This is an optimization exercise on Yosys and OpenROAD, whose aim is small area, a short achievable clock period and few clock cycles, not a production implementation. RTL that was checked went through simulation tests only; none was proved equivalent to the original. No functional check of the RTL was part of runs 1 and 2.

<file path="standard.sh">
#!/bin/bash
# synth_recipe.tcl (not shown) runs the flow's synth.tcl, then flattens the netlist and writes it again
# the make line also repeats each setting of config.mk as NAME=value (left out here)
make -C /OpenROAD-flow-scripts/flow DESIGN_CONFIG=/design/flow/config.mk WORK_HOME=/design/flow/orfs CLKGATE_MAP_FILE= SYNTH_SCRIPT=/design/flow/synth_recipe.tcl "${@:-finish}"
</file>
<file path="config.mk">
export PLATFORM = sky130hd
export DESIGN_NAME = ce_errx
export DESIGN_NICKNAME = ce_errx
export VERILOG_FILES = /design/flow/design.v
export SDC_FILE = /design/flow/constraint.sdc
export NUM_CORES = 4
export LEC_CHECK = 0
export ABC_AREA = 1
export CAP_MARGIN = 20
export CORE_MARGIN = 2
export CORE_UTILIZATION = 40
export CTS_BUF_LIST = sky130_fd_sc_hd__clkbuf_4 sky130_fd_sc_hd__clkbuf_8
export PLACE_DENSITY = 0.6
export SLEW_MARGIN = 20
</file>
<file path="design.v">
module ce_errx (
    input  wire         clk,
    input  wire         rst,
    input  wire         start,
    output reg          done,
    input  wire         voa,
    input  wire [31:0]  y,
    input  wire [2:0]   seq,
    input  wire [7:0]   dseq,
    input  wire [2:0]   dlag,
    input  wire [2:0]   dsh,
    input  wire         ext,
    input  wire [31:0]  yavg_in,
    input  wire [31:0]  m_in,
    input  wire [31:0]  refv,
    input  wire         ref_ok,
    input  wire [15:0]  kref,
    input  wire [31:0]  yfloor,
    input  wire [31:0]  target,
    output wire [15:0]  e,
    output reg  [31:0]  yavg_out,
    output reg  [31:0]  m_out,
    output reg          wd
);
    localparam [1:0] S_IDLE = 2'd0,
                     S_MUL  = 2'd1,
                     S_DIV  = 2'd2;
    reg  [1:0]  state;
    reg  [2:0]  cnt;
    reg  [4:0]  rem;       
    reg  [14:0] quo;       
    reg         satr;      
    reg         posq;      
    reg  [17:0] tx;        
    reg  [47:0] acc;       
    reg  [39:0] den;       
    reg         neg;       
    reg         sdo;       
    wire        idle  = (state == S_IDLE);
    wire        sc    = (state == S_MUL) & sdo;    
    wire        smode = idle | sc;
    function [79:0] csa(input [39:0] a, input [39:0] b, input [39:0] c);
        csa = {(a & b) | (a & c) | (b & c), a ^ b ^ c};
    endfunction
    wire        bw      = y[5:0] < yavg_in[5:0];
    wire [2:0]  lag_idx = seq - dlag;
    reg         wl;        
    wire [39:0] y40  = {8'd0, y};
    wire [39:0] Y40  = {8'd0, yavg_out};
    wire [39:0] m40  = {{8{m_in[31]}}, m_in};
    wire [39:0] mm40 = m40 << dsh;
    wire [39:0] yh40 = {14'd0, y[31:6]};
    wire [39:0] ah40 = {14'd0, yavg_in[31:6]};
    wire [39:0] o1 = sc ? (wl ? y40 : ~y40) : {8'd0, yavg_in};
    wire [39:0] o2 = sc ? (wl ? ~Y40 : Y40) : yh40;
    wire [39:0] o3 = sc ? ~m40 : ~ah40;
    wire [39:0] o4 = sc ? mm40 : {40{bw}};
    wire [79:0] c1 = csa(o1, o2, o3);
    wire [79:0] c2 = csa(c1[39:0], {c1[78:40], sc}, o4);
    wire [39:0] s_x = c2[39:0];
    wire [39:0] s_y = {c2[78:40], 1'b0};
    always @(posedge clk) begin
        if (idle)
            yavg_out <= voa ? yavg_in : t3[31:0];
        wd <= ~voa & dseq[seq];
    end
    wire [2:0] kd [0:5];
    assign kd[0] = kref[2:0];
    assign kd[1] = kref[5:3];
    assign kd[2] = kref[8:6];
    assign kd[3] = kref[11:9];
    assign kd[4] = kref[14:12];
    assign kd[5] = {2'b00, kref[15]};
    reg [2:0] klead;
    integer k;
    always @* begin
        klead = 3'd2;
        for (k = 3; k < 6; k = k + 1)
            if (kd[k] != 3'd0) klead = k[2:0];
    end
    reg  [2:0]  dnext;     
    wire [2:0]  dig = idle ? ((ref_ok & ~voa) ? kd[klead] : 3'd0) : dnext;
    wire [47:0] pp0 = voa ? {16'd0, target} : dig[0] ? {16'd0, refv} : 48'd0;
    wire [47:0] pp1 = voa ? ~{16'd0, y}     : dig[1] ? {15'd0, refv, 1'b0} : 48'd0;
    wire [47:0] pp2 = dig[2] ? {14'd0, refv, 2'b0} : 48'd0;
    wire [47:0] pa  = idle ? 48'd0 : {acc[44:0], 3'b0};
    wire [47:0] ms1 = pp0 ^ pp1 ^ pp2;
    wire [47:0] mc1 = {((pp0[46:0] & pp1[46:0]) | (pp0[46:0] & pp2[46:0]) | (pp1[46:0] & pp2[46:0])), voa};
    wire [47:0] ms2 = ms1 ^ mc1 ^ pa;
    wire [47:0] mc2 = {((ms1[46:0] & mc1[46:0]) | (ms1[46:0] & pa[46:0]) | (mc1[46:0] & pa[46:0])), 1'b0};
    wire [47:0] mul_nx = ms2 + mc2;
    wire [31:0] yf_nz = {yfloor[31:1], yfloor[0] | (yfloor == 32'd0)};
    wire [48:0] zf  = {~{9'd0, yfloor}, 8'd0};
    wire [48:0] cs1 = {1'b0, ms2} ^ {1'b0, mc2} ^ zf;
    wire [48:0] cc1 = {((ms2 & mc2) | (ms2 & zf[47:0]) | (mc2 & zf[47:0])), 1'b0};
    wire [48:0] dgt = cs1 + cc1;
    wire        p_gt = ~dgt[48];
    wire [39:0] r_el  = p_gt ? mul_nx[47:8] : {8'd0, yf_nz};
    wire [39:0] r_voa = (target > yfloor) ? {8'd0, target} : {8'd0, yf_nz};
    wire [39:0] r_div = idle ? r_voa : r_el;
    wire signed [39:0] m_sh  = $signed(den) >>> dsh;
    wire        m_hi  = ~m_sh[39] & (m_sh[38:31] != 8'h00);
    wire        m_lo  =  m_sh[39] & (m_sh[38:31] != 8'hff);
    wire [31:0] m_val = m_hi ? 32'h7fffffff : m_lo ? 32'h80000000 : m_sh[31:0];
    wire [32:0] n_sel = idle ? mul_nx[32:0] : {m_val[31], m_val};
    wire [31:0] n_mag = n_sel[32] ? -n_sel[31:0] : n_sel[31:0];
    wire [40:0] i1 = {acc[39:0], 1'b0};
    wire [41:0] t1 = {1'b0, i1} + ~{2'b00, den} + 42'd1;
    wire        q1 = ~t1[41];
    wire [39:0] a1 = q1 ? t1[39:0] : i1[39:0];
    wire [40:0] i2 = {a1, 1'b0};
    wire [41:0] t2 = {1'b0, i2} + ~{2'b00, den} + 42'd1;
    wire        q2 = ~t2[41];
    wire [39:0] a2 = q2 ? t2[39:0] : i2[39:0];
    wire [40:0] i3 = {a2, 1'b0};
    wire [41:0] x3 = smode ? {2'b00, s_x} : {1'b0, i3};
    wire [41:0] y3 = smode ? {2'b00, s_y} : ~{2'b00, den};
    wire [41:0] t3 = x3 + y3 + 42'd1;
    wire        q3 = ~t3[41];
    wire [39:0] a3 = q3 ? t3[39:0] : i3[39:0];
    reg  [39:0] hmask;     
    integer h;
    always @* begin
        hmask[39] = 1'b1;
        for (h = 38; h >= 0; h = h - 1)
            hmask[h] = hmask[h + 1] & ~den[h + 1];
    end
    wire [45:0] i1s  = {i1, 5'd0};
    wire        skip = (rem >= 5'd6) && (i1s[45:40] == 6'd0) && ((i1s[39:0] & hmask) == 40'd0);
    wire [15:0] qv  = satr ? (neg ? 16'h8000 : 16'h7fff) : {1'b0, quo};
    wire [17:0] qx  = posq ? {2'b00, qv} : {2'b11, ~qv};
    wire [17:0] es  = qx + tx + {17'd0, ~posq};
    assign e = (es[17:15] == 3'b000 || es[17:15] == 3'b111) ? es[15:0]
             : (es[17] ? 16'h8000 : 16'h7fff);
    wire        sat = (rem == 5'd15) && (acc[39:0] >= den);
    wire        n_neg  = n_sel[32];
    wire        tneg   = ~voa & ext;
    wire [17:0] tx_nx  = voa ? 18'd0 : (({{2{target[15]}}, target[15:0]} ^ {18{tneg}}) + {17'd0, tneg});
    task load_common;
        begin
            den   <= r_div;
            neg   <= n_neg;
            quo   <= 15'd0;
            acc   <= {16'd0, n_mag};
            rem   <= 5'd15;
            satr  <= 1'b0;
        end
    endtask
    always @(posedge clk) begin
        posq <= voa ? ~neg : (ext ^ neg);
        tx   <= tx_nx;
    end
    always @(posedge clk) begin
        if (rst) begin
            state <= S_IDLE;
            done  <= 1'b0;
        end else begin
            done <= 1'b0;
            case (state)
                S_IDLE: if (start) begin
                    if (voa) begin
                        m_out <= m_in;
                        load_common;
                        state <= S_DIV;
                    end else begin
                        acc   <= mul_nx;
                        cnt   <= klead - 3'd1;
                        wl    <= dseq[lag_idx];
                        dnext <= ref_ok ? kd[klead - 3'd1] : 3'd0;
                        sdo   <= 1'b1;
                        state <= S_MUL;
                    end
                end
                S_MUL: begin
                    sdo <= 1'b0;
                    dnext <= ref_ok ? kd[cnt - 3'd1] : 3'd0;
                    if (sc) begin
                        den <= t3[39:0];
                        acc <= mul_nx;
                        cnt <= cnt - 3'd1;
                    end else if (cnt == 3'd0) begin
                        m_out <= m_val;
                        load_common;
                        state <= S_DIV;
                    end else begin
                        acc <= mul_nx;
                        cnt <= cnt - 3'd1;
                    end
                end
                default: begin
                    if (sat) begin
                        satr  <= 1'b1;
                        done  <= 1'b1;
                        state <= S_IDLE;
                    end else if (skip) begin
                        acc <= {8'd0, i1s[39:0]};
                        quo <= {quo[8:0], 6'd0};
                        rem <= rem - 5'd6;
                        if (rem == 5'd6) begin
                            done  <= 1'b1;
                            state <= S_IDLE;
                        end
                    end else begin
                        acc <= {8'd0, a3};
                        quo <= {quo[11:0], q1, q2, q3};
                        rem <= rem - 5'd3;
                        if (rem == 5'd3) begin
                            done  <= 1'b1;
                            state <= S_IDLE;
                        end
                    end
                end
            endcase
        end
    end
endmodule
</file>
<file path="flow/run.sh">
#!/bin/bash
# The standard layout (standard.sh, unchanged), with the input and
# output ports buffered by sky130_fd_sc_hd__buf_1 cells instead of the
# default delay-buffer cells. All make/OpenROAD/Yosys output goes to
# standard.log in this folder.
set -euo pipefail
export BUFFER_PORTS_ARGS="-buffer_cell sky130_fd_sc_hd__buf_1"
bash standard.sh > standard.log 2>&1
</file>
<file path="constraint.sdc">
create_clock -name core_clock -period 17.0 [get_ports {clk}]
set_input_delay 3.4000 -clock core_clock [delete_from_list [all_inputs] [get_ports {clk}]]
set_output_delay 3.4000 -clock core_clock [all_outputs]
set_load 0.01 [all_outputs]
</file>
==> results of run 1 <==
[placed cells by master (no fill, tap or decap), drive strengths merged, types with 47 or more instances in the layout]
master | Yosys | layout
buf | 72 | 367
a31oi | 56 | 56
nand3 | 188 | 188
o21ai | 722 | 722
nor2 | 488 | 488
inv | 815 | 814
mux2i | 47 | 47
nand2 | 1338 | 1338
a21oi | 382 | 382
clkbuf | 160 | 60
ha | 350 | 350
o221ai | 80 | 80
edfxtp | 179 | 179
xor2 | 122 | 122
fa | 175 | 175
o22ai | 67 | 67
xnor2 | 94 | 94
[cell type report]
| cell class | count | area (um^2) |
|---|---|---|
| fill | 9937 | 51400 |
| multi-input combinational | 4404 | 27400 |
| sequential | 202 | 5840 |
| inverter | 820 | 3080 |
| timing repair buffer | 371 | 1640 |
| tap | 1243 | 1560 |
| clock buffer | 56 | 714 |
| clock inverter | 23 | 319 |
| antenna | 4 | 10.0 |
[metal layers]
| metal | GRT usage | wire, um | vias up |
|---|---|---|---|
| li1 | - | - | 19300 |
| met1 | 0.474 | 71200 | 19300 |
| met2 | 0.561 | 76400 | 2337 |
| met3 | 0.0480 | 15400 | 456 |
| met4 | 0.220 | 13000 | 10 |
| met5 | 0 | 67 | - |
[flip-flops by register name, summed over array words and instances (netlist names), 2 cells and up]
name,count
dnext,3
state,2
cnt,3
quo,15
acc,45
rem,5
tx,18
m_out,32
den,40
yavg_out,32
[Yosys cell counts, types with 16 or more instances]
library cell,n
nand2_1,1318
inv_1,802
o21ai_0,630
nor2_1,479
a21oi_1,377
ha_1,350
nand3_1,180
edfxtp_1,179
fa_1,175
clkbuf_1,160
xor2_1,122
xnor2_1,94
o221ai_1,80
o21ai_1,74
o22ai_1,67
a31oi_1,55
mux2i_1,47
nand4_1,41
buf_2,34
nor3_1,31
o211ai_1,29
o21a_1,28
buf_1,24
a211oi_1,23
dfxtp_1,23
nand2_2,20
nor4_1,20
o21ai_2,17
o21bai_1,16
[worst paths after layout]
path / to / depth (start not counted) / slack, ps
max: acc[39]$_DFFE_PP_ / 48 / 4700
min: state[0]$_SDFFE_PP0P_ / 2 / 500
max reg2reg: acc[39]$_DFFE_PP_ / 48 / 4700
min reg2reg: state[0]$_SDFFE_PP0P_ / 2 / 500
[worst max-delay path: cells and delay by family, from the launching register on]
kind / cells / cell delay [ps]
AO/OA/AOI/OAI: 5 / 1470
adder cells (fa/ha/maj): 3 / 1050
buffers and inverters: 14 / 3640
flip-flops: 1 / 810
AND/OR/NAND/NOR: 26 / 5020
[cell families after synthesis]
logic type	Yosys count	synth area share
XOR/XNOR	216	0.0508
AO/OA/AOI/OAI	1477	0.226
buffers and inverters	1052	0.109
flip-flops	202	0.157
multiplexers	47	0.0126
adder cells (fa/ha/maj)	525	0.211
AND/OR/NAND/NOR	2139	0.233
[per-stage QoR]
step | cells | area, um^2
2_1_floorplan | 5658 | 37300
3_3_place_gp | 7038 | 39500
3_5_place_dp | 7039 | 39500
4_1_cts | 7118 | 40500
5_1_grt | 7120 | 40600
6_report | 7123 | 40600
==> notes.md, run 1 <==
- Status: no timing/DRC/antenna violations
- Setup bufs post-CTS: 0
- Period minus WS final: approximately 12000 ps
- Clock skew: around 47 ps
- Hold Slack: 501 ps
- Number of global-route vias before repair: 38100
- Clock root buffer: clkbuf_8
- Area growth, synth to finish: 8.86%
- Critical Path Fanout Max: between 60 and 70
- Ys async rst share: 0
- DRT antenna net count: 0
- Worst EP arrival: about 13000 ps
- Fin. max-slew vios: 0
- Core area: between 90000 and 100000 um^2
- Cells after Synth: around 5700
- # IOs: approximately 310
- # setup viols final: 0
- Synth top area share: 0.144
- Clock slew at reported path FFs: roughly 60 ps
- Fmax: between 80 and 90 MHz
- TritonCTS clock tree: built
- Num Clock Sinks: just over 200
- Worst slew margin: 0.191
- Fin worst setup slack: between 4000 and 5000 ps
- Critical Setup Path Class: flip-flop to flip-flop
- Cell area after synthesis: around 37000 um^2
- Placer Congestion: 1.06
- Synth warn: 1
- Buffers added on ports: about 310
- Largest stage delay, worst path: about 800 ps
- CP required: 17480 ps
- Area contributors post-synth: edfxtp_1 14%, nand2_1 13%, ha_1 12%
- Nets: about 6600
- Initial antenna violation count: 6
- Final TNS setup: 0 ps
- RR Startpoint: den[39]$_DFFE_PP_
- 1st-pass router iterations: 7
- H-Tree Level Count: 2
- GRT overflow: 0
- GRT Total Usage: 0.360
- Slew @ Worst Pin: 1200 ps
- RSZ-0062 raised after global routing: false
- Clk buf depth: 3
- Post_cts resized: 0
- Vias per inst: between 5 and 6
- Worst setup SP type: flip-flop
- Worst skew pair latency: slightly below 700 ps
- DP Worst Slack: a little over 4000 ps
- Critical path endpoint category: flip-flop
- Main synth FF type: edfxtp_1
- WL final: approximately 180000 um
- First-pass GRT wire length: about 250000 um
- Post-synthesis sequential area ratio: 0.157
- Most used cell, CP: nand2_1
- Hold_buf cts: 0
- Die Height: a little over 300 um
- CP startpoint: den[39]$_DFFE_PP_
- Worst min-delay path class: flip-flop to flip-flop
- Pin count of the biggest net entering global routing: 80
- Synthesized flop and latch total: between 200 and 250
- Die X: 309 um
- Hold wc startpoint: state[0]$_SDFFE_PP0P_
- Max_cap viols: 0
- EDFF count, synth: 179
- # DRC: 0
- Post-layout util: 0.441
- Layout cells sized above 1: 0.0415
- Starting DRC count in detailed routing: around 5300
- Synth area leader: edfxtp_1
- Via Count: between 40000 and 50000
- Post-route clock period utilization: 0.723
- Worst path slowest cell: edfxtp_1
- FP Rows: between 100 and 150
- Final hold vios: 0
- Die ar.: about 96000 um^2
- Inserted Clock Buffers: 44
- Post-Syn Nets: between 6000 and 7000
- DR WL/cell: 24.7 um
- Syn_area_per_cell: 6.59 um^2
- Post-DP HPWL: between 100000 and 150000 um
- Distinct cells, synth: 63
- Initial cell density of the core: 0.405
==> run 2, diff against run 1 <==
--- a/flow/run.sh
+++ b/flow/run.sh
@@ -6,3 +6,5 @@
 set -euo pipefail
 export BUFFER_PORTS_ARGS="-buffer_cell sky130_fd_sc_hd__buf_1"
+# repair_timing aims at 9 ns of setup slack
+export SETUP_SLACK_MARGIN=9
 bash standard.sh > standard.log 2>&1
--- a/config.mk
+++ b/config.mk
@@ -10,5 +10,4 @@
 export CORE_MARGIN = 2
 export CORE_UTILIZATION = 40
-export CTS_BUF_LIST = sky130_fd_sc_hd__clkbuf_4 sky130_fd_sc_hd__clkbuf_8
 export PLACE_DENSITY = 0.6
 export SLEW_MARGIN = 20
==> run 2 against run 1 <==
Against the previous run: sequential share of layout area decreased by 2.4 points; global-route usage increased by 5.9 points; critical path type is now input port to flip-flop; utilization increased by 8.9 points.
==> notes.md, run 2 <==
- Max reg flops: 45 (unchanged)
- GRT Total Usage: 0.419 (+0.0594)
- Max_cap viols: 0 (unchanged)
- TritonCTS clock tree: built
- Post-DP HPWL: 156000 um (+7.3%)
- Clock skew: 68.5 ps (+21.6 ps)
- Clk buf depth: 3 (unchanged)
- Vias per inst: 5.99 (+3.0%)
- RSZ-0062 raised after global routing: true
- Pin count of the biggest net entering global routing: 88 (+10%)
- Clock slew at reported path FFs: 70 ps (about the same)
- Most frequent cell after synthesis: nand2_1
- Largest stage delay, worst path: 530 ps (-280 ps)
- Fin worst setup slack: 7770 ps (+3070 ps)
- Cells after Synth: 5658 (unchanged)
- Inserted Clock Buffers: 28 (-36%)
- Placer Congestion: 1.07 (+1.2%)
- H-Tree Level Count: 1 (-1)
- Nets: 7042 (+6.7%)
- Post-Syn Nets: 6414 (unchanged)
- Post-route clock period utilization: 0.543 (-0.181)
- Worst path slowest cell: fa_1
- # setup viols final: 0 (unchanged)
- Worst skew pair latency: 650 ps (-40 ps)
- FP Rows: 111 (unchanged)
- WL final: 209000 um (+18%)
- Synth area leader: edfxtp_1
- Post-synthesis sequential area ratio: 0.157 (unchanged)
- Commonest non-fill, non-tap cell in the layout: nand2_1
- Via Count: 45200 (+9.2%)
- Family with the most delay on the worst path: adder cells
- Critical path endpoint category: flip-flop
- Distinct cells, synth: 63 (unchanged)
- Main synth FF type: edfxtp_1
- DR WL/cell: 27.6 um (+12%)
- Synth top area share: 0.144 (unchanged)
- Period minus WS final: 9230 ps (-3070 ps)
- Post-synth top cells: 1318 x nand2_1, 802 x inv_1, 630 x o21ai_0
- Largest registers: acc x45, den x40
- CP required: 17310 ps (-170 ps)
- DP Worst Slack: 5510 ps (+1380 ps)
- GRT overflow: 0 (unchanged)
- Ys async rst share: 0 (unchanged)
- Final TNS setup: 0 ps (unchanged)
- Syn_area_per_cell: 6.59 um^2 (unchanged)
- Num Clock Sinks: 202 (unchanged)
- Most used cell, CP: buf_6
- Core area: 91900 um^2 (unchanged)
- # DRC: 0 (unchanged)
- Critical Path Fanout Max: 8 (-88%)
- Clock root buffer: clkbuf_16
- Starting DRC count in detailed routing: 6420 (+21%)
- Largest Register: acc
- Area growth, synth to finish: 30.9%
- Number of global-route vias before repair: 41600 (+9.4%)
- Synth warn: 1 (unchanged)
- Critical Setup Path Class: input port to flip-flop
- Cell area after synthesis: 37300 um^2 (unchanged)
- DRT antenna net count: 0 (unchanged)
- Die Height: 309 um (unchanged)
- Worst min-delay path class: flip-flop to flip-flop
- Slew @ Worst Pin: 1100 ps (-100 ps)
- Fmax: 108 MHz (+33%)
- EDFF count, synth: 179 (unchanged)
- CP Buf/Inv Count: 13 (-1)
- Initial antenna violation count: 9 (+3)
- Layout cells sized above 1: 0.213 (+0.171)
- Worst EP arrival: 9540 ps (-3230 ps)
- Worst setup SP type: input port
- Synthesized flop and latch total: 202 (unchanged)
- Post-layout util: 0.531 (+0.0893)
- Fin. max-slew vios: 0 (unchanged)
- Commonest non-fill, non-tap cells in the layout: 1216 x nand2_1, 716 x inv_1, 475 x o21ai_0
- Status: no timing/DRC/antenna violations
- # IOs: 313 (unchanged)
- Final hold vios: 0 (unchanged)
- Hold_buf cts: 0 (unchanged)
- Die X: 309 um (unchanged)
- Die ar.: 95600 um^2 (unchanged)
- Worst slew margin: 0.267 (+0.0753)
- Initial cell density of the core: 0.405 (unchanged)
- Buffers added on ports: 312 (unchanged)
- Area contributors post-synth: edfxtp_1 14%, nand2_1 13%, ha_1 12%
- 1st-pass router iterations: 8 (+1)
- First-pass GRT wire length: 292000 um (+15%)
- Flop2flop setup slack: 8550 ps (+3850 ps)
## run 2: cell counts after synthesis
No cell type changed its count.
## run 2: path summary, 6_finish.rpt
check	end	cells after the start	from
hold reg to reg	state[0]$_SDFFE_PP0P_	2	state[0]$_SDFFE_PP0P_
setup / recovery	den[25]$_DFFE_PP_	38	kref[13]
hold / removal	state[0]$_SDFFE_PP0P_	2	state[0]$_SDFFE_PP0P_
setup reg to reg	acc[38]$_DFFE_PP_	43	den[11]$_DFFE_PP_
## run 2: kinds of logic after synthesis
kind of cell | share of synthesized area
muxes | 0.0126
AOI/OAI and AO/OA | 0.226
and+or+nand+nor | 0.233
buffers and inverters | 0.109
xor gates and xnor gates | 0.0508
adders and majority gates | 0.211
DFF | 0.157
## run 2: layer usage
metal	up-vias	wire, um	global-route usage
met5	-	39	0
met4	4	18900	0.301
met3	720	23900	0.0843
met2	3089	85000	0.611
met1	21200	80800	0.552
li1	20200	-	-
## run 2: repair_timing
action                                  4_1_cts  5_1_grt
pin swaps                                   215      192
endpoints found under the setup margin      129      124
cloned                                       18        4
buffers inserted                            305      129
resized for setup                           744      354
## run 2: stage by stage
step	instance area [um^2]	cells	hold WS [ps]
after CTS	46300	7416	498
after floorplan	37500	5658	452
after global placement	39700	7043	469
after global routing	48800	7549	556
after detailed placement	39700	7043	482
final	48800	7552	503
## run 2: worst reg2reg max path, delay by kind of cell (launching register included)
kind / cells / cell delay, ps
buf+inv: 9 / 1170
xor+xnor: 1 / 600
flops: 1 / 480
compound gates: 10 / 2060
simple gates: 20 / 2710
fa+ha+maj: 3 / 1180
## run 2: final cells by class
cell class,instances,area [um^2]
Antenna cell,3,7.51
Sequential cell,202,5840
Clock buffer,37,808
Inverter,820,3270
Tap cell,1243,1560
Timing Repair inverter,5,68.8
Multi-Input combinational cell,4409,31200
Clock inverter,13,133
Fill cell,9296,43200
Timing Repair Buffer,820,5910
==> run 3, diff against run 2 <==
--- a/design.v
+++ b/design.v
@@ -141,4 +141,6 @@
             den   <= r_div;
             neg   <= n_neg;
+            posq  <= voa ? ~n_neg : (ext ^ n_neg);
+            tx    <= tx_nx;
             quo   <= 15'd0;
             acc   <= {16'd0, n_mag};
@@ -147,8 +149,4 @@
         end
     endtask
-    always @(posedge clk) begin
-        posq <= voa ? ~neg : (ext ^ neg);
-        tx   <= tx_nx;
-    end
     always @(posedge clk) begin
         if (rst) begin
--- a/flow/run.sh
+++ b/flow/run.sh
@@ -6,5 +6,3 @@
 set -euo pipefail
 export BUFFER_PORTS_ARGS="-buffer_cell sky130_fd_sc_hd__buf_1"
-# repair_timing aims at 9 ns of setup slack
-export SETUP_SLACK_MARGIN=9
 bash standard.sh > standard.log 2>&1
==> run 3 against run 2 <==
Against the previous run: still clean; global-route usage down 3.9 points; wire length down 11%; register-to-register slack worse by 2600 ps; critical path type is now flip-flop to flip-flop.
==> notes.md, run 3 <==
- Post-layout util: 0.441 (-0.0900)
- # IOs: 313 (unchanged)
- Initial antenna violation count: 12 (+3)
- # DRC: 0 (unchanged)
- Met3 wire length: 25700 um (+7.6%)
- 1st-pass router iterations: 9 (+1)
- Num Clock Sinks: 202 (unchanged)
- Largest registers: acc x45, den x40
- DRT antenna net count: 0 (unchanged)
- Worst setup SP type: flip-flop
- Fin area: 40500 um^2 (-17%)
- Critical path endpoint category: flip-flop
- Commonest non-fill, non-tap cell in the layout: nand2_1
- Top sig layer: met5
- Starting DRC count in detailed routing: 6086 (-5.2%)
- First-pass GRT wire length: 264000 um (-9.3%)
- CP required: 17460 ps (+150 ps)
- Period minus WS final: 11060 ps (+1840 ps)
- H-Tree Level Count: 1 (unchanged)
- WL final: 186000 um (-11%)
- Die ar.: 95600 um^2 (about the same)
- Cell area after synthesis: 37300 um^2 (about the same)
- Worst slew margin: 0.259 (-0.00786)
- Met2 wire len: 75400 um (-11%)
- Max_cap viols: 0 (unchanged)
- Worst path slowest cell: nor2_2
- Fin. max-slew vios: 0 (unchanged)
- # setup viols final: 0 (unchanged)
- Clock root buffer: clkbuf_16
- Finished Layout Cells: 7047 (-6.7%)
- RSZ-0062 raised after global routing: false
- GRT Total Usage: 0.380 (-0.0394)
- Slew @ Worst Pin: 1100 ps (+0.170 ps)
- EDFF count, synth: 198 (+11%)
- Post-Syn Nets: 6352 (-0.97%)
- Hold Slack: 523 ps (+20.0 ps)
- Core area: 91900 um^2 (unchanged)
- Nets: 6532 (-7.2%)
- Synth top area share: 0.160 (+0.0154)
- TritonCTS clock tree: built
- Clock slew at reported path FFs: 60 ps (about the same)
- Cells after DPL: 6990 (-0.75%)
- Largest Register: acc
- Worst EP arrival: 11520 ps (+1980 ps)
- Setup bufs post-CTS: 0 (-100%)
- Cells after Synth: 5596 (-1.1%)
- Most used cell, CP: nand2_1
- Post-DP HPWL: 155000 um (-0.82%)
- Die X: 309 um (about the same)
- Most frequent cell after synthesis: nand2_1
- Vias per inst: 5.97 (-0.28%)
- Critical Setup Path Class: flip-flop to flip-flop
- Final TNS setup: 0 ps (unchanged)
- Post_cts resized: 0 (-100%)
- Syn_area_per_cell: 6.66 um^2 (+1.1%)
- Clk buf depth: 3 (unchanged)
- Placed cell areas: 39600 um^2 (-0.28%)
- Final hold vios: 0 (unchanged)
- Clock skew: 34.6 ps (-33.9 ps)
- Area growth, synth to finish: 8.73%
- GRT overflow: 0 (unchanged)
- Post-synth top cells: 1349 x nand2_1, 777 x inv_1, 610 x o21ai_0
- Number of global-route vias before repair: 39000 (-6.3%)
- Max reg flops: 45 (unchanged)
- Post-synthesis sequential area ratio: 0.162 (+0.00518)
- DP Worst Slack: 5950 ps (+441 ps)
- Critical Path Fanout Max: 55 (+47)
- WL met1: 77100 um (-4.6%)
- Worst skew pair latency: 630 ps (-20 ps)
- Largest stage delay, worst path: 770 ps (+240 ps)
- Commonest non-fill, non-tap cells in the layout: 1347 x nand2_1, 772 x inv_1, 609 x o21ai_0
- Buffers added on ports: 312 (unchanged)
- DR WL/cell: 26.4 um (-4.4%)
- Fmax: 90.4 MHz (-17%)
- Inserted Clock Buffers: 27 (-3.6%)
- FP Rows: 111 (unchanged)
- Initial cell density of the core: 0.405 (about the same)
- Status: no timing/DRC/antenna violations
- Pin count of the biggest net entering global routing: 87 (-1.1%)
- Synth area leader: edfxtp_1
- Placer Congestion: 1.12 (+4.4%)
- Post-route clock period utilization: 0.651 (+0.108)
- Area contributors post-synth: edfxtp_1 16%, nand2_1 14%, ha_1 12%
- Via Count: 42100 (-6.9%)
- Worst min-delay path class: flip-flop to flip-flop
- Die Height: 309 um (about the same)
- Hold_buf cts: 0 (unchanged)
- Main synth FF type: edfxtp_1
- Fin worst setup slack: 5940 ps (-1840 ps)
- Distinct cells, synth: 71 (+13%)
- Synth warn: 1 (unchanged)
- Layout cells sized above 1: 0.0388 (-0.174)
- Synthesized flop and latch total: 202 (unchanged)
- Ys async rst share: 0 (unchanged)
[run 3: cell types whose count changed after synthesis, sizes merged, moves of 20 or more]
cell    delta
o21ai     -58
nor2      -42
o211ai    +35
nand2     +31
nand3     -29
inv       -25
xnor2     -20
[run 3: layer usage]
| metal | global-route usage | vias to the layer above |
|---|---|---|
| met5 | 0 | - |
| met4 | 0.133 | 2 |
| met3 | 0.111 | 349 |
| met2 | 0.551 | 2750 |
| met1 | 0.533 | 19800 |
| li1 | - | 19200 |
[run 3: kinds of logic (layout without fill, tap and decap cells)]
family,after synthesis,count (layout),synth area share
simple gates,2145,2145,0.236
flops,202,202,0.162
buf+inv,1020,1221,0.105
compound gates,1458,1458,0.226
other cells,0,7,0
xor+xnor,208,208,0.0489
fa+ha+maj,525,525,0.212
mux,38,38,0.0102
[run 3: worst paths after layout]
path | startpoint | endpoint | slack (ps) | cells past startpoint
worst max-delay path | den[34]$_DFFE_PP_ | acc[36]$_DFFE_PP_ | 5940 | 46
worst min register to register | state[0]$_SDFFE_PP0P_ | state[0]$_SDFFE_PP0P_ | 520 | 2
worst min-delay path | state[0]$_SDFFE_PP0P_ | state[0]$_SDFFE_PP0P_ | 520 | 2
worst max register to register | den[34]$_DFFE_PP_ | acc[36]$_DFFE_PP_ | 5940 | 46
[run 3: worst max-delay path, delay by kind of cell, from the launching register on]
| kind | cells | cell delay (ps) |
|---|---|---|
| AOI/OAI and AO/OA | 6 | 2160 |
| DFF | 1 | 540 |
| and+or+nand+nor | 25 | 4100 |
| buffers and inverters | 12 | 3030 |
| adders and majority gates | 3 | 980 |
[run 3: cell type report]
class                      instances  area, um^2
fill                            9990       51400
multi-input combinational       4374       27400
sequential                       202        6030
inverter                         794        2990
timing repair buffer             377        1670
tap                             1243        1560
clock buffer                      31         691
clock inverter                    19         211
antenna                            7        17.5
Testbench counts of run 3, summed over its fixed seeds: cycles 10,589.
==> run 4, diff against run 3 <==
--- a/design.v
+++ b/design.v
@@ -65,26 +65,21 @@
         wd <= ~voa & dseq[seq];
     end
-    wire [2:0] kd [0:5];
-    assign kd[0] = kref[2:0];
-    assign kd[1] = kref[5:3];
-    assign kd[2] = kref[8:6];
-    assign kd[3] = kref[11:9];
-    assign kd[4] = kref[14:12];
-    assign kd[5] = {2'b00, kref[15]};
-    reg [2:0] klead;
-    integer k;
-    always @* begin
-        klead = 3'd2;
-        for (k = 3; k < 6; k = k + 1)
-            if (kd[k] != 3'd0) klead = k[2:0];
-    end
-    reg  [2:0]  dnext;     
-    wire [2:0]  dig = idle ? ((ref_ok & ~voa) ? kd[klead] : 3'd0) : dnext;
+    wire [3:0] kd [0:3];
+    assign kd[0] = kref[3:0];
+    assign kd[1] = kref[7:4];
+    assign kd[2] = kref[11:8];
+    assign kd[3] = kref[15:12];
+    wire [2:0]  klead = (kd[3] != 4'd0) ? 3'd3 : 3'd2;
+    reg  [3:0]  dnext;     
+    wire [3:0]  dig = idle ? ((ref_ok & ~voa) ? kd[klead[1:0]] : 4'd0) : dnext;
     wire [47:0] pp0 = voa ? {16'd0, target} : dig[0] ? {16'd0, refv} : 48'd0;
     wire [47:0] pp1 = voa ? ~{16'd0, y}     : dig[1] ? {15'd0, refv, 1'b0} : 48'd0;
     wire [47:0] pp2 = dig[2] ? {14'd0, refv, 2'b0} : 48'd0;
-    wire [47:0] pa  = idle ? 48'd0 : {acc[44:0], 3'b0};
-    wire [47:0] ms1 = pp0 ^ pp1 ^ pp2;
-    wire [47:0] mc1 = {((pp0[46:0] & pp1[46:0]) | (pp0[46:0] & pp2[46:0]) | (pp1[46:0] & pp2[46:0])), voa};
+    wire [47:0] pp3 = dig[3] ? {13'd0, refv, 3'b0} : 48'd0;
+    wire [47:0] pa  = idle ? 48'd0 : {acc[43:0], 4'b0};
+    wire [47:0] ms0 = pp0 ^ pp1 ^ pp2;
+    wire [47:0] mc0 = {((pp0[46:0] & pp1[46:0]) | (pp0[46:0] & pp2[46:0]) | (pp1[46:0] & pp2[46:0])), voa};
+    wire [47:0] ms1 = ms0 ^ mc0 ^ pp3;
+    wire [47:0] mc1 = {((ms0[46:0] & mc0[46:0]) | (ms0[46:0] & pp3[46:0]) | (mc0[46:0] & pp3[46:0])), 1'b0};
     wire [47:0] ms2 = ms1 ^ mc1 ^ pa;
     wire [47:0] mc2 = {((ms1[46:0] & mc1[46:0]) | (ms1[46:0] & pa[46:0]) | (mc1[46:0] & pa[46:0])), 1'b0};
@@ -141,6 +136,4 @@
             den   <= r_div;
             neg   <= n_neg;
-            posq  <= voa ? ~n_neg : (ext ^ n_neg);
-            tx    <= tx_nx;
             quo   <= 15'd0;
             acc   <= {16'd0, n_mag};
@@ -149,4 +142,8 @@
         end
     endtask
+    always @(posedge clk) begin
+        posq <= voa ? ~neg : (ext ^ neg);
+        tx   <= tx_nx;
+    end
     always @(posedge clk) begin
         if (rst) begin
@@ -165,5 +162,5 @@
                         cnt   <= klead - 3'd1;
                         wl    <= dseq[lag_idx];
-                        dnext <= ref_ok ? kd[klead - 3'd1] : 3'd0;
+                        dnext <= ref_ok ? kd[klead[1:0] - 2'd1] : 4'd0;
                         sdo   <= 1'b1;
                         state <= S_MUL;
@@ -172,5 +169,5 @@
                 S_MUL: begin
                     sdo <= 1'b0;
-                    dnext <= ref_ok ? kd[cnt - 3'd1] : 3'd0;
+                    dnext <= ref_ok ? kd[cnt[1:0] - 2'd1] : 4'd0;
                     if (sc) begin
                         den <= t3[39:0];
--- a/flow/run.sh
+++ b/flow/run.sh
@@ -6,3 +6,5 @@
 set -euo pipefail
 export BUFFER_PORTS_ARGS="-buffer_cell sky130_fd_sc_hd__buf_1"
+# repair_timing aims at 6 ns of setup slack
+export SETUP_SLACK_MARGIN=6
 bash standard.sh > standard.log 2>&1
==> run 4 against run 3 <==
Against the previous run: still clean; first-iteration DRC count down 11%; via count hardly changed; non-clock buffer count is 12 higher; design area is 1.7% higher; maximum frequency is 3.3% higher; wire length increased by 3.8%; final cell count is 1.3% higher; global-route usage increased by 0.54 points; highest routed layer unchanged.
==> notes.md, run 4 <==
- Largest Register: acc
- Cells after Synth: 5667 (+1.3%)
- Post-layout util: 0.442 (+0.000938)
- Period minus WS final: 10710 ps (-354 ps)
- Die X: 311 um (+0.54%)
- Worst skew pair latency: 590 ps (-40 ps)
- Core area: 93300 um^2 (+1.5%)
- TritonCTS clock tree: built
- Post-route clock period utilization: 0.630 (-0.0209)
- Slew @ Worst Pin: 1140 ps (+42.6 ps)
- Layout cells sized above 1: 0.0469 (+0.00813)
- Largest stage delay, worst path: 760 ps (about the same)
- Via Count: 42100 (+0.074%)
- WL final: 193000 um (+3.8%)
- Status: no timing/DRC/antenna violations
- Final TNS setup: 0 ps (unchanged)
- EDFF count, synth: 179 (-9.6%)
- Starting DRC count in detailed routing: 5425 (-11%)
- FP Rows: 112 (+0.90%)
- Most frequent cell after synthesis: nand2_1
- Clk buf depth: 3 (unchanged)
- Max_cap viols: 0 (unchanged)
- Final hold vios: 0 (unchanged)
- Num Clock Sinks: 202 (unchanged)
- DR WL/cell: 27.1 um (+2.5%)
- Synth area leader: nand2_1
- Die Height: 311 um (+0.54%)
- RSZ-0062 raised after global routing: false
- Area contributors post-synth: nand2_1 14%, edfxtp_1 14%, ha_1 11%
- Fin worst setup slack: 6290 ps (+354 ps)
- DRT antenna net count: 0 (unchanged)
- GRT overflow: 0 (unchanged)
- CP startpoint: den[4]$_DFFE_PP_
- Clock slew at reported path FFs: 70 ps (about the same)
- Post-DP HPWL: 161000 um (+4.2%)
- Initial cell density of the core: 0.404 (-0.00167)
- GRT Total Usage: 0.385 (+0.00544)
- Hold wc startpoint: state[0]$_SDFFE_PP0P_
- Inserted Clock Buffers: 27 (unchanged)
- Nets: 6640 (+1.7%)
- Commonest non-fill, non-tap cells in the layout: 1429 x nand2_1, 783 x inv_1, 615 x o21ai_0
- Worst setup SP type: flip-flop
- Clock root buffer: clkbuf_16
- # IOs: 313 (unchanged)
- Clock skew: 20.2 ps (-14.4 ps)
- Vias per inst: 5.90 (-1.2%)
- Post-Syn Nets: 6448 (+1.5%)
- Number of global-route vias before repair: 39600 (+1.4%)
- Fin. max-slew vios: 0 (unchanged)
- Critical Path Fanout Max: 60 (+9.1%)
- Distinct cells, synth: 67 (-5.6%)
- Buffers added on ports: 312 (unchanged)
- Synth top area share: 0.143 (-0.0168)
- Critical Setup Path Class: flip-flop to flip-flop
- Worst path slowest cell: o21ai_0
- # setup viols final: 0 (unchanged)
- Fin area: 41200 um^2 (+1.7%)
- Initial antenna violation count: 13 (+1)
- Main synth FF type: edfxtp_1
- Max reg flops: 44 (-2.2%)
- Die ar.: 96600 um^2 (+1.1%)
- Placer Congestion: 1.05 (-5.8%)
- Most used cell, CP: nand2_1
- Pin count of the biggest net entering global routing: 72 (-17%)
- Fmax: 93.4 MHz (+3.3%)
- Syn_area_per_cell: 6.65 um^2 (-0.18%)
- CP Buf/Inv Count: 9 (-3)
- 1st-pass router iterations: 6 (-3)
- Family with the most delay on the worst path: compound AO/OA/AOI/OAI gates
- Synthesized flop and latch total: 202 (unchanged)
- Largest registers: acc x44, den x40
- Post-synth top cells: 1433 x nand2_1, 789 x inv_1, 625 x o21ai_0
- H-Tree Level Count: 1 (unchanged)
- RR Startpoint: den[4]$_DFFE_PP_
- Placed cell areas: 40000 um^2 (+1.1%)
- First-pass GRT wire length: 273000 um (+3.4%)
- CP required: 17340 ps (-120 ps)
- Ys async rst share: 0 (unchanged)
- Post-synthesis sequential area ratio: 0.155 (-0.00680)
- Worst slew margin: 0.230 (-0.0287)
- Commonest non-fill, non-tap cell in the layout: nand2_1
- Critical path endpoint category: flip-flop
- Synth warn: 1 (unchanged)
- Area growth, synth to finish: 9.42%
- Cell area after synthesis: 37700 um^2 (+1.1%)
- # DRC: 0 (unchanged)
- Worst min-delay path class: flip-flop to flip-flop
- DP Worst Slack: 4270 ps (-1670 ps)
- Worst EP arrival: 11040 ps (-480 ps)
- Hold_buf cts: 0 (unchanged)
run 4: repair_timing:
item,4_1_cts,5_1_grt
buffers inserted,6,4
resized for setup,14,25
pin swaps,0,0
cloned,2,1
setup endpoints to repair,85,78
run 4: cell type report:
class                           count  area, um^2
Timing Repair inverter              3        20.0
Multi-Input combinational cell   4426       27900
Timing Repair Buffer              389        1800
Sequential cell                   202        5840
Fill cell                       10200       52100
Clock inverter                     14         203
Antenna cell                        5        12.5
Inverter                          810        3060
Clock buffer                       35         753
Tap cell                         1254        1570
run 4: through the flow:
step           instances  hold WS (ps)
3_3_place_gp        7071           483
4_1_cts             7128           499
3_5_place_dp        7071           483
6_report            7138           498
2_1_floorplan       5667           452
5_1_grt             7135           526
run 4: final timing paths:
| kind | slack [ps] | to | depth (start not counted) |
|---|---|---|---|
| setup / recovery | 6290 | acc[27]$_DFFE_PP_ | 49 |
| hold / removal | 500 | state[0]$_SDFFE_PP0P_ | 2 |
| hold reg to reg | 500 | state[0]$_SDFFE_PP0P_ | 2 |
| setup reg to reg | 6290 | acc[27]$_DFFE_PP_ | 49 |
run 4: worst reg2reg max path, delay by kind of cell, from the launching register on:
family          cells  cell delay, ps
fa+ha+maj           3            1210
simple gates       21            2230
flops               1             580
buf+inv             9            1920
compound gates     14            3950
xor+xnor            1             420
mux                 1             170
run 4: kinds of logic after synthesis:
logic type      share of synthesized area
fa+ha+maj                           0.224
mux                                0.0101
buf+inv                             0.106
xor+xnor                           0.0481
flops                               0.155
compound gates                      0.218
simple gates                        0.238
run 4: metal layers:
metal | up-vias | GRT usage | part of all wire
li1 | 19300 | - | -
met1 | 20200 | 0.529 | 0.41
met2 | 2365 | 0.581 | 0.42
met3 | 340 | 0.0838 | 0.12
met4 | 8 | 0.165 | 0.051
met5 | - | 0 | 0.00026
Testbench counts of run 4, summed over its fixed seeds: cycles 10,260.
==> run 5, diff against run 4 <==
--- a/flow/run.sh
+++ b/flow/run.sh
@@ -6,5 +6,5 @@
 set -euo pipefail
 export BUFFER_PORTS_ARGS="-buffer_cell sky130_fd_sc_hd__buf_1"
-# repair_timing aims at 6 ns of setup slack
-export SETUP_SLACK_MARGIN=6
+# repair_timing aims at 8 ns of setup slack
+export SETUP_SLACK_MARGIN=8
 bash standard.sh > standard.log 2>&1
==> run 5 against run 4 <==
Against the previous run: setup slack better by 1400 ps; wire length is 4.0% higher; highest routed layer unchanged.
==> notes.md, run 5 <==
- Die X: 311 um (unchanged)
- Worst path slowest cell: fa_1
- WHS Endpoint: state[0]$_SDFFE_PP0P_
- Starting DRC count in detailed routing: 5387 (-0.70%)
- Largest Register: acc
- Initial cell density of the core: 0.404 (unchanged)
- Fin area: 45600 um^2 (+11%)
- H-Tree Level Count: 1 (unchanged)
- RSZ-0062 raised after global routing: true
- Register area: 5840 um^2 (unchanged)
- Max reg flops: 44 (unchanged)
- Hold_buf cts: 0 (unchanged)
- Pin count of the biggest net entering global routing: 85 (+18%)
- Hold wc startpoint: state[0]$_SDFFE_PP0P_
- DRT antenna net count: 0 (unchanged)
- Area contributors post-synth: nand2_1 14%, edfxtp_1 14%, ha_1 11%
- Commonest non-fill, non-tap cells in the layout: 1336 x nand2_1, 742 x inv_1, 521 x o21ai_0
- Finished Layout Cells: 7319 (+2.5%)
- Final TNS setup: 0 ps (unchanged)
- Largest stage delay, worst path: 550 ps (-210 ps)
- Worst min-delay path class: flip-flop to flip-flop
- Flop2flop setup slack: 8160 ps (+1870 ps)
- # DRC: 0 (unchanged)
- DP Worst Slack: 5030 ps (+760 ps)
- Via Count: 43900 (+4.2%)
- Post-synthesis sequential area ratio: 0.155 (unchanged)
- Cells after Synth: 5667 (unchanged)
- RR Startpoint: acc[1]$_DFFE_PP_
- Slew @ Worst Pin: 1100 ps (-42.5 ps)
- Worst EP arrival: 9660 ps (-1380 ps)
- Critical Path Fanout Max: 5 (-92%)
- Fin. max-slew vios: 0 (unchanged)
- Synth top area share: 0.143 (unchanged)
- TritonCTS clock tree: built
- EDFF count, synth: 179 (unchanged)
- Placer Congestion: 1.08 (+3.1%)
- Placed cell areas: 40100 um^2 (about the same)
- Num Clock Sinks: 202 (unchanged)
- Vias per inst: 6.00 (+1.6%)
- Critical path endpoint category: flip-flop
- Hold Slack: 504 ps (+5.41 ps)
- First-pass GRT wire length: 280000 um (+2.5%)
- Commonest non-fill, non-tap cell in the layout: nand2_1
- Worst slew margin: 0.259 (+0.0287)
- Layout filler cell count: 9751 (-4.3%)
- Buffers added on ports: 312 (unchanged)
- CP required: 17300 ps (-40 ps)
- Cell area after synthesis: 37700 um^2 (unchanged)
- Synth area leader: nand2_1
- Multi-input logic area: 30300 um^2 (+8.3%)
- GRT Total Usage: 0.394 (+0.00914)
- FP Rows: 112 (unchanged)
- Worst setup SP type: input port
- Synthesized flop and latch total: 202 (unchanged)
- Layout cells sized above 1: 0.146 (+0.0991)
- Most frequent cell after synthesis: nand2_1
- WL final: 201000 um (+4.0%)
- Post-synth top cells: 1433 x nand2_1, 789 x inv_1, 625 x o21ai_0
- # IOs: 313 (unchanged)
- Ys async rst share: 0 (unchanged)
- Clock root buffer: clkbuf_16
- Synth warn: 1 (unchanged)
- Initial antenna violation count: 11 (-2)
- Syn_area_per_cell: 6.65 um^2 (unchanged)
- Nets: 6819 (+2.7%)
- Largest registers: acc x44, den x40
- Status: no timing/DRC/antenna violations
- Post-layout util: 0.489 (+0.0476)
- Critical Setup Path Class: input port to flip-flop
- Final hold vios: 0 (unchanged)
- Die ar.: 96600 um^2 (unchanged)
- GRT overflow: 0 (unchanged)
- Inserted Clock Buffers: 28 (+3.7%)
- Post-DP HPWL: 160000 um (-0.96%)
- Distinct cells, synth: 67 (unchanged)
- Worst reg2reg path endpoint: acc[27]$_DFFE_PP_
- Cells after DPL: 7068 (-0.042%)
- Fmax: 107 MHz (+14%)
- Post-route clock period utilization: 0.550 (-0.0795)
- Area growth, synth to finish: 21.2%
- Reg2reg path depth: 45 (-8.2%)
- DR WL/cell: 27.4 um (+1.4%)
- Clock slew at reported path FFs: 70 ps (about the same)
- 1st-pass router iterations: 8 (+2)
- Clock skew: 26.9 ps (+6.70 ps)
- Die Height: 311 um (unchanged)
- Fin worst setup slack: 7650 ps (+1350 ps)
- Number of global-route vias before repair: 40800 (+3.1%)
- Most used cell, CP: fa_2
- Post-Syn Nets: 6448 (unchanged)
- Main synth FF type: edfxtp_1
- Core area: 93300 um^2 (unchanged)
- Period minus WS final: 9350 ps (-1350 ps)
- Clk buf depth: 3 (unchanged)
- Worst skew pair latency: 620 ps (+30 ps)
- # setup viols final: 0 (unchanged)
- Worst hold path stage count: 2 (unchanged)
- Max_cap viols: 0 (unchanged)
run 5: cell counts after synthesis:
No cell type changed its count.
run 5: final cells by class:
| class | count | area share |
|---|---|---|
| multi-input cells | 4426 | 0.663 |
| flip-flops and latches | 202 | 0.128 |
| repair buffers | 561 | 0.0816 |
| inverters | 810 | 0.0686 |
| well taps | 1254 | 0.0344 |
| clock buffers | 32 | 0.0164 |
| clock inverters | 20 | 0.00567 |
| repair inverters | 9 | 0.00241 |
| diodes | 5 | 0.000274 |
run 5: kinds of logic (layout without fill, tap and decap cells):
family,after synthesis,after routing,synth area share
AND/OR/NAND/NOR,2198,2198,0.238
AO/OA/AOI/OAI,1433,1433,0.218
buffers and inverters,1039,1432,0.106
adder cells (fa/ha/maj),550,550,0.224
XOR/XNOR,207,207,0.0481
flip-flops,202,202,0.155
multiplexers,38,38,0.0101
other,0,5,0
run 5: what timing repair did:
item | 4_1_cts | 5_1_grt
setup endpoints to repair | 102 | 116
resized for setup | 348 | 426
pin swaps | 88 | 175
setup buffers | 75 | 99
gates cloned | 17 | 3
run 5: per-layer routing:
metal / up-vias / GRT usage / routed length [um]
met3: 534 / 0.0864 / 24700
li1: 19600 / - / -
met1: 21000 / 0.530 / 78900
met5: - / 0 / 50
met4: 8 / 0.192 / 12700
met2: 2768 / 0.598 / 84600
run 5: critical path: cells and delay by family:
kind | cells | cell delay, ps
AOI/OAI and AO/OA | 7 | 1600
adders and majority gates | 5 | 1960
xor gates and xnor gates | 1 | 110
buffers and inverters | 13 | 1580
and+or+nand+nor | 5 | 950
run 5: how the worst max path moves through the flow:
stage,slack (ps),start,cells after the start,endpoint
after floorplan,8000,kref[12],37,acc[28]$_DFFE_PP_
after global placement,5010,voa,25,den[32]$_DFFE_PP_
after detailed placement,5030,voa,25,den[32]$_DFFE_PP_
after CTS,7810,kref[14],36,acc[28]$_DFFE_PP_
after global routing,7540,kref[14],33,den[29]$_DFFE_PP_
final,7650,voa,31,den[12]$_DFFE_PP_
==> run 6, diff against run 5 <==
--- a/flow/run.sh
+++ b/flow/run.sh
@@ -6,5 +6,5 @@
 set -euo pipefail
 export BUFFER_PORTS_ARGS="-buffer_cell sky130_fd_sc_hd__buf_1"
-# repair_timing aims at 8 ns of setup slack
-export SETUP_SLACK_MARGIN=8
+# repair_timing aims at 7 ns of setup slack (a 10 ns period)
+export SETUP_SLACK_MARGIN=7
 bash standard.sh > standard.log 2>&1
==> run 6 against run 5 <==
Against the previous run: worst hold slack worse by 6.7 ps; setup slack worse by 470 ps; maximum frequency is 4.8% lower; highest routed layer unchanged; die area stayed put; critical endpoint is now den[13]$_DFFE_PP_; register-to-register slack worse by 920 ps; count of clock-buffer cells in the layout is 3 higher.
==> notes.md, run 6 <==
- EDFF count, synth: 179 (unchanged)
- Buffers added on ports: 312 (unchanged)
- Critical Path Fanout Max: 31 (+26)
- Distinct cells, synth: 67 (unchanged)
- Post-route clock period utilization: 0.578 (+0.0278)
- Area contributors post-synth: nand2_1 14%, edfxtp_1 14%, ha_1 11%
- Commonest non-fill, non-tap cells in the layout: 1423 x nand2_1, 780 x inv_1, 592 x o21ai_0
- Worst skew pair latency: 590 ps (-30 ps)
- Worst path slowest cell: fa_1
- Initial cell density of the core: 0.404 (unchanged)
- Max_cap viols: 0 (unchanged)
- Synth warn: 1 (unchanged)
- Fin area: 42100 um^2 (-7.8%)
- Largest stage delay, worst path: 570 ps (+20 ps)
- Pin count of the biggest net entering global routing: 72 (-15%)
- Slew @ Worst Pin: 1180 ps (+76.8 ps)
- FP Rows: 112 (unchanged)
- Starting DRC count in detailed routing: 5665 (+5.2%)
- WL final: 196000 um (-2.3%)
- Status: no timing/DRC/antenna violations
- Area growth, synth to finish: 11.8%
- Num Clock Sinks: 202 (unchanged)
- Max reg flops: 44 (unchanged)
- Worst slew margin: 0.215 (-0.0435)
- Cell area after synthesis: 37700 um^2 (unchanged)
- Largest Register: acc
- Post-DP HPWL: 161000 um (+0.97%)
- Family with the most delay on the worst path: adder cells
- TritonCTS clock tree: built
- Post-synth top cells: 1433 x nand2_1, 789 x inv_1, 625 x o21ai_0
- H-Tree Level Count: 1 (unchanged)
- Most frequent cell after synthesis: nand2_1
- Synthesized flop and latch total: 202 (unchanged)
- Inserted Clock Buffers: 27 (-3.6%)
- RSZ-0062 raised after global routing: true
- Cells after Synth: 5667 (unchanged)
- Largest registers: acc x44, den x40
- Layout cells sized above 1: 0.0642 (-0.0819)
- DRT antenna net count: 0 (unchanged)
- Fmax: 102 MHz (-4.8%)
- Post-Syn Nets: 6448 (unchanged)
- Clk buf depth: 3 (unchanged)
- # setup viols final: 0 (unchanged)
- 1st-pass router iterations: 6 (-2)
- # DRC: 0 (unchanged)
- Fin. max-slew vios: 0 (unchanged)
- CP Buf/Inv Count: 10 (-3)
- Commonest non-fill, non-tap cell in the layout: nand2_1
- Clock skew: 16.0 ps (-10.8 ps)
- Synth top area share: 0.143 (unchanged)
- Worst setup SP type: input port
- Core area: 93300 um^2 (unchanged)
- Post-synthesis sequential area ratio: 0.155 (unchanged)
- Initial antenna violation count: 13 (+2)
- Placer Congestion: 1.05 (-3.0%)
- Ys async rst share: 0 (unchanged)
- Final TNS setup: 0 ps (unchanged)
- Die ar.: 96600 um^2 (unchanged)
- Via Count: 42700 (-2.8%)
- Final hold vios: 0 (unchanged)
- First-pass GRT wire length: 274000 um (-2.2%)
- Syn_area_per_cell: 6.65 um^2 (unchanged)
- Nets: 6684 (-2.0%)
- # IOs: 313 (unchanged)
- Die X: 311 um (unchanged)
- Clock slew at reported path FFs: 70 ps (about the same)
- Vias per inst: 5.94 (-0.91%)
- GRT Total Usage: 0.386 (-0.00809)
- GRT overflow: 0 (unchanged)
- Synth area leader: nand2_1
- Die Height: 311 um (unchanged)
- Placed cell areas: 40000 um^2 (about the same)
- Critical Setup Path Class: input port to flip-flop
- Number of global-route vias before repair: 39600 (-2.9%)
- Period minus WS final: 9830 ps (+472 ps)
- Worst min-delay path class: flip-flop to flip-flop
- DR WL/cell: 27.3 um (-0.41%)
- Clock root buffer: clkbuf_16
- Main synth FF type: edfxtp_1
- CP required: 17260 ps (-40 ps)
- Critical path endpoint category: flip-flop
- Hold Slack: 497 ps (-6.69 ps)
- Worst EP arrival: 10090 ps (+430 ps)
## run 6: cell types whose count changed in the layout (fill, tap and decap cells not counted), moves of 32 or more
cell / change
buf_4: -84
inv_1: +38
inv_2: -32
nand2_1: +87
nand2_2: -58
nor2_1: +41
nor2_4: -36
o21ai_0: +71
o21ai_2: -42
## run 6: path summary, 6_finish.rpt
| kind | slack, ps | cells after the start | start | endpoint |
|---|---|---|---|---|
| worst min register to register | 500 | 2 | state[0]$_SDFFE_PP0P_ | state[0]$_SDFFE_PP0P_ |
| worst max-delay path | 7170 | 33 | voa | den[13]$_DFFE_PP_ |
| worst min-delay path | 500 | 2 | state[0]$_SDFFE_PP0P_ | state[0]$_SDFFE_PP0P_ |
| worst max register to register | 7240 | 56 | den[15]$_DFFE_PP_ | acc[22]$_DFFE_PP_ |
## run 6: timing repair
action,4_1_cts,5_1_grt
hold buffers,0,0
pin swaps,2,24
cloned,3,8
buffers inserted,14,32
setup endpoints to repair,100,93
resized for setup,56,104
## run 6: layer usage
metal  vias up  routed length [um]  global-route usage
met1     20300               80000               0.530
met2      2612               82300               0.584
met3       422               22800              0.0832
met4         6               11200               0.165
li1      19400                   -                   -
met5         -                  36                   0
## run 6: through the flow
stage / util / std cells / setup slack (ps)
floorplan: - / 5667 / 7400
global placement: 0.429 / 7071 / 4480
detailed placement: 0.429 / 7071 / 4270
CTS: 0.443 / 7137 / 6980
global route: 0.451 / 7180 / 6940
finish: 0.451 / 7183 / 7170
## run 6: cell families (layout without fill, tap and decap cells)
group | after synthesis | in the layout | share of synthesized area
muxes | 38 | 38 | 0.0101
buffers and inverters | 1039 | 1295 | 0.106
xor gates and xnor gates | 207 | 207 | 0.0481
DFF | 202 | 202 | 0.155
AOI/OAI and AO/OA | 1433 | 1433 | 0.218
other | 0 | 6 | 0
and+or+nand+nor | 2198 | 2198 | 0.238
adders and majority gates | 550 | 550 | 0.224
## run 6: layout make-up
type	instances	area (um^2)
Fill cell	10100	51200
Multi-Input combinational cell	4426	28200
Sequential cell	202	5840
Inverter	810	3080
Timing Repair Buffer	433	2410
Tap cell	1254	1570
Clock buffer	35	753
Clock inverter	14	203
Timing Repair inverter	3	20.0
Antenna cell	6	15.0
## run 6: tightest hold or removal path, stage by stage (launching register included)
cell and delay [ps]:
dfxtp_1 330, a21oi_1 40, nor2_1 90

separate check: timing with driven ports:
How much do the figures lean on ideal ports? The routed layouts below were timed once more, with nothing changed but the port constraints. Step 1 assumes that a clkbuf_16 drives the clock port and a buf_2 every other input. Step 2 times the ports against the registers' clock, not the clock port: input delays grow and output delays shrink by t, the midpoint of the rising clock arrivals with the driver on. a / b / c = ideal / step 1 / step 2; a / b = the first two.
run	t, ns	slack for setup (ns)	clock arrival spread, ns	slew at the worst register clock pin (ns)	pins driven straight from the clock port
run 1	0.732	4.701 / 4.701 / 4.107	0.051 / 0.051	0.07 / 0.07	1
run 2	0.680	7.775 / 7.785 / 7.105	0.068 / 0.068	0.07 / 0.07	1
run 3	0.674	5.940 / 5.940 / 5.713	0.034 / 0.034	0.07 / 0.07	1
run 4	0.648	6.294 / 6.294 / 5.810	0.020 / 0.020	0.07 / 0.07	1
run 5	0.677	7.646 / 7.638 / 6.961	0.027 / 0.026	0.08 / 0.08	1
run 6	0.652	7.174 / 7.187 / 6.535	0.016 / 0.016	0.07 / 0.07	1
After both steps every run listed still meets setup and hold. For run 5, which loses most, drivers alone change the setup slack by -0.008 ns; drivers and shift together by -0.685 ns.
